From an optimization exercise on the open Yosys and OpenROAD flow, aimed at small area; shortcuts taken in it are not production practice.
At most, simulation tests tie the RTL to the original design; equivalence was not proved.
No activity file was given, so power comes from the tool's default toggle rates.

==> flow/design.v (excerpt) <==
module lane_cur (
    input                    clk,
    input                    rst,
    input                    start,
    input                    run,
    input                    three,
    input                    svm,
    input                    inv_a,
    input                    inv_b,
    input             [11:0] code_a,
    input             [11:0] code_b,
    input             [11:0] offs_a,
    input             [11:0] offs_b,
    input  signed     [17:0] iref_a,
    input  signed     [17:0] iref_b,
    input             [15:0] kpc,
    input             [15:0] kic,
    input             [14:0] vlim,
    input             [16:0] period,
    input             [11:0] minon,
    input             [11:0] minoff,
    output                   done,
    output signed     [15:0] v_a,
    output signed     [15:0] v_b,
    output signed     [15:0] v_c,
    output            [16:0] w_a,
    output            [16:0] w_b,
    output            [16:0] w_c
);
clock: 12.0 ns
lec_check: 0
cap_margin: 20
core_margin: 2
core_utilization: 40
slew_margin: 20
standard.sh (not shown) runs the stock make flow with config.mk's settings and CLKGATE_MAP_FILE= SYNTH_SCRIPT=/design/flow/synth_recipe.tcl, a recipe that flattens the netlist after the stock synthesis.
==> flow/flow/run.sh <==
#!/bin/bash
# The standard layout flow, with the port buffers made from the smallest
# buffer cell instead of the one buffer_ports picks by default.
export BUFFER_PORTS_ARGS="-buffer_cell sky130_fd_sc_hd__buf_1"
bash standard.sh > standard.log 2>&1
Then changed:
--- a/flow/design.v
+++ b/flow/design.v
@@ -35,30 +35,31 @@
     wire       c0   = (cyc == 6'd0);
     wire       p0   = (cyc == 6'd17);
     wire       vcl  = (cyc == 6'd33);
     wire       w0   = (cyc == 6'd34);
     wire       w1   = (cyc == 6'd35);
     wire       w16  = (cyc == 6'd50);
     wire       wph  = (cyc >= 6'd34) & (cyc <= 6'd50);
-    wire [3:0] j    = kph ? cyc[3:0] : cyc[3:0] - 4'd1;
+    wire [3:0] j    = cyc[3:0];
     assign done = three ? (cyc == 6'd51) : (cyc == 6'd50);
     always @(posedge clk) begin
         if (rst | done)
             cyc <= 6'd0;
         else if (act)
             cyc <= cyc + 6'd1;
     end
     reg zf;
     always @(posedge clk) begin
         if (rst)
             zf <= 1'b1;
         else if (icl)
             zf <= 1'b0;
     end
-    wire kbit = kph ? kic[j] : kpc[j];
+    wire [15:0] kpr  = {kpc[14:0], kpc[15]};
+    wire kbit = kph ? kic[j] : kpr[j];
     wire [15:0] vl16  = {1'b0, vlim};
     wire [15:0] vlor;
     wire [15:0] nvl16 = vl16 ^ vlor;
     assign vlor[0] = 1'b0;
     genvar gi;
     generate
         for (gi = 1; gi < 16; gi = gi + 1) begin : g_nvl
Effect: Clock skew increases by 4.0 ps; worst hold slack hardly moves; via count increases by 4.6%; sequential power hardly moves; power increases by 1.9%; worst setup slack degrades by 130 ps; global-route usage increases by 2.0 points.
The RTL of the second run of this note was laid out without a check of its function.


AL:
lane_cur, a different RTL version from the one above (not shown whole).
For scale: roughly 280 I/O pins.
==> module lane_cur_ph, before the edit <==
module lane_cur_ph (
    input                clk,
    input                run,
    input                three,
    input                svm,
    input                zf,
    input         [11:0] code,
    input         [11:0] offs,
    input  signed [17:0] iref,
    input                inv,
    input         [16:0] period,
    input         [14:0] vlim,
    input         [15:0] vl16,
    input         [15:0] nvl16,
    input                kbit,
    input                kph,
    input                pph,
    input                c0,
    input                p0,
    input                icl,
    input                vcl,
    input                w0,
    input                w1,
    input                w16,
    input                wph,
    input                wsh,
    input                fc,
    input                dlt,
    input                mid,
    input                mid_d,
    output               r,
    output reg           d,
    output reg    [15:0] v,
    output        [17:0] h,
    output reg           sp,
    output reg           sn
);
    wire [11:0] dis;
    wire        dco;
    lane_cur_add #(12) u_di (.a(code), .b(~offs), .ci(1'b1), .s(dis), .co(dco));
    wire [12:0] di = {~dco, dis};
    wire [12:0] dx = di ^ {13{~inv}};
    wire [18:0] e;
    wire        ec13, eco;
    lane_cur_add #(13) u_e (.a(iref[12:0]), .b(dx), .ci(~inv), .s(e[12:0]), .co(ec13));
    lane_cur_sxt #(6) u_ex (.a({iref[17], iref[17:13]}), .b(dx[12]), .ci(ec13), .s(e[18:13]));
    reg  signed [23:0] hr;      
    reg         [23:0] ii;      
    assign h = hr[17:0];
    wire [26:0] zv   = {hr[18:0], v[15:8]};
    wire        zhz  = (zv[25:15] == 11'd0);
    wire        zho  = (zv[25:15] == 11'h7ff);
    wire        gco, lco;
    lane_cur_cry #(15) u_gt (.a(zv[14:0]), .b(~vlim), .ci(icl & (v[7:0] != 8'd0)), .co(gco));
    lane_cur_cry #(15) u_lt (.a(zv[14:0]), .b(vlim), .ci(1'b0), .co(lco));
    wire        sh   = ~zv[26] & (~zhz | gco);
    wire        sl   = zv[26] & (~zho | ~lco);
    wire [23:0] inew = ~run ? 24'd0 : sh ? {vl16, 8'd0} : sl ? {nvl16, 8'd0}
                                         : {hr[7:0], v[15:0]};
    wire        inj  = c0 | p0 | w0;
    wire [23:0] x24  = ii & {24{(c0 | p0) & ~zf}};
    wire        fcs  = fc & sp;
    wire        fcn  = fc & sn;
    wire [24:0] hin  = inj ? {x24[23], x24}
                           : ({hr[23], hr} & {25{~(fcs | fcn)}})
                             | {{23{fcs}}, (fcs & ~dlt) | (fcn & period[16]), fcs};
    wire pi  = kph | pph;
    reg  s, cy, lz, zd;
    assign r = w16 ? d : v[0];
    wire xx   = three ? d : d ^ s;
    wire mm   = three ? (~svm | mid) : ~s;
    wire cyi  = w1 ? (~three | ~svm | mid_d) : cy;
    wire z    = xx ^ mm ^ cyi;
    wire cy17 = (xx & mm) | (xx & cyi) | (mm & cyi);
    wire y16  = r ^ mm ^ cy17;
    wire cy18 = (r & mm) | (r & cy17) | (mm & cy17);
    wire y17  = r ^ mm ^ cy18;
    wire bm   = (wph & ~w0 & (w16 ? three & ~z : z)) | fcs;
    wire signed [24:0] op2 = pi ? (kbit ? {{6{e[18]}}, e} : 25'sd0)
                                : (bm ? {7'd0, period, 1'b0} : 25'sd0);
    wire [24:0] t;
    wire        tc19;
    lane_cur_add #(19) u_t (.a(hin[18:0]), .b(op2[18:0]), .ci(1'b0), .s(t[18:0]), .co(tc19));
    lane_cur_sxt #(6) u_tx (.a(hin[24:19]), .b(op2[18]), .ci(tc19), .s(t[24:19]));
    always @(posedge clk) begin
        hr <= t[24:1];
        if (vcl)
            v <= ~run ? 16'd0 : sh ? vl16 : sl ? nvl16 : zv[15:0];
        else
            v <= {wsh ? (three ? zd : d) : t[0], v[15:1]};
        if (icl)
            ii <= inew;
        if (w0) s <= v[15];
        d  <= r;
        cy <= cy17;
        lz <= w0 | (lz & ~z);
        zd <= z;
        if (w16) begin
            sp <= three & ~y17 & (y16 | z);
            sn <= three & y17 & ~(y16 & z & ~lz);
        end
    end
endmodule
clock: 12.0 ns
lec_check: 0
cap_margin: 20
core_margin: 2
core_utilization: 40
slew_margin: 20
==> flow/flow/run.sh <==
#!/bin/bash
# Layout flow: the standard flow (standard.sh) with two changes.
#  1. Port buffers use the smallest buffer cell (buffer_ports -buffer_cell).
#  2. After the standard synthesis, the combinational logic is re-mapped for
#     area (flow/reopt.sh); registers keep their names and cell types, and the
#     new netlist is proven equal to the standard one before it is used.
set -u
export BUFFER_PORTS_ARGS="-buffer_cell sky130_fd_sc_hd__buf_1"
bash standard.sh synth > standard_synth.log 2>&1 || exit 1
R=orfs/results/sky130hd/lane_cur/base
LIB=$FLOW_HOME/platforms/sky130hd/lib/sky130_fd_sc_hd__tt_025C_1v80.lib
cp $R/1_2_yosys.v 1_2_yosys_standard.v
if bash flow/reopt.sh "$PWD/1_2_yosys_standard.v" "$PWD/1_2_yosys_reopt.v" "$LIB" flow/dontuse.txt "$PWD" > reopt.log 2>&1; then
  cp 1_2_yosys_reopt.v $R/1_2_yosys.v
  rm -f $R/1_synth.odb $R/1_synth.sdc
  echo "reopt: using the re-mapped netlist" >> reopt.log
else
  echo "reopt: failed, keeping the standard netlist" >> reopt.log
fi
bash standard.sh finish > standard.log 2>&1
Other scripts of this flow, unchanged in this note and not shown: flow/flow/dontuse.txt, flow/flow/reopt.sh
Looking at the reports, AL completed the entire flow and the layout it produced met the timing, DRC and antenna checks.
Inputs modified between AL and JK:
--- a/flow/design.v
+++ b/flow/design.v
@@ -242,9 +242,10 @@
     wire [18:0] e;
     wire        ec13, eco;
     lane_cur_add #(13) u_e (.a(iref[12:0]), .b(dx), .ci(~inv), .s(e[12:0]), .co(ec13));
     lane_cur_sxt #(6) u_ex (.a({iref[17], iref[17:13]}), .b(dx[12]), .ci(ec13), .s(e[18:13]));
-    reg  signed [23:0] hr;      
+    reg         [23:0] hrn;     
+    wire        [23:0] hr = ~hrn;
     reg         [23:0] ii;      
     assign h = hr[17:0];
     wire [26:0] zv   = {hr[18:0], v[15:8]};
     wire        zhz  = (zv[25:15] == 11'd0);
@@ -281,9 +282,9 @@
     wire        tc19;
     lane_cur_add #(19) u_t (.a(hin[18:0]), .b(op2[18:0]), .ci(1'b0), .s(t[18:0]), .co(tc19));
     lane_cur_sxt #(6) u_tx (.a(hin[24:19]), .b(op2[18]), .ci(tc19), .s(t[24:19]));
     always @(posedge clk) begin
-        hr <= t[24:1];
+        hrn <= ~t[24:1];
         if (vcl)
             v <= ~run ? 16'd0 : sh ? vl16 : sl ? nvl16 : zv[15:0];
         else
             v <= {wsh ? (three ? zd : d) : t[0], v[15:1]};
Findings:
Number of CTS-inserted buffers: JK vs AL identical
Diff AL -> JK: clock latency on the worst-skew pair saw little to no change, cell depth of the worst flop-to-flop path saw a decrease, cell area after technology mapping saw a decrease, die outline height saw a decrease.
Layout net count: JK < AL
Diff AL -> JK | total power | decrease of about 0.9%
Looking at cell count, JK sits 99 below AL.
Compared with AL, JK degrades relative slew slack.
NOTE: power share of the combinational group in JK exceeds that of AL
On post-route cell area, AL and JK are basically level.
Of AL and JK, the lower power density over the cells belongs to JK.
For JK, only the layout was checked, not whether the RTL still works.

==> what the ideal ports hide <==
The flow's constraints put no driver on any port. The routed layouts listed below were extracted and timed again, unchanged, in two steps. Step 1 assumes that a clkbuf_16 drives the clock port and a buf_2 every other input. Step 2 times the ports against the registers' clock, not the clock port: input delays grow and output delays shrink by t, the midpoint of the rising clock arrivals with the driver on. Slacks: ideal ports / drivers / drivers and shift; pairs: ideal ports / drivers.
run | t, ns | slack for setup (ns) | hold slack, ns | pins driven straight from the clock port
the first run of note 1 | 0.508 | 0.297 / 0.276 / -0.107 | 0.354 / 0.354 / 0.354 | 1
the second run of note 1 | 0.511 | 0.164 / 0.145 / -0.100 | 0.353 / 0.353 / 0.353 | 1
AL | 0.515 | 0.412 / 0.391 / -0.031 | 0.353 / 0.353 / 0.353 | 1
JK | 0.511 | 0.405 / 0.437 / -0.074 | 0.351 / 0.351 / 0.351 | 1
Met with ideal ports but missed after step 2: setup timing in every run listed. The setup slack of JK, which loses most, moves by +0.032 ns with the drivers and by -0.479 ns with both steps.
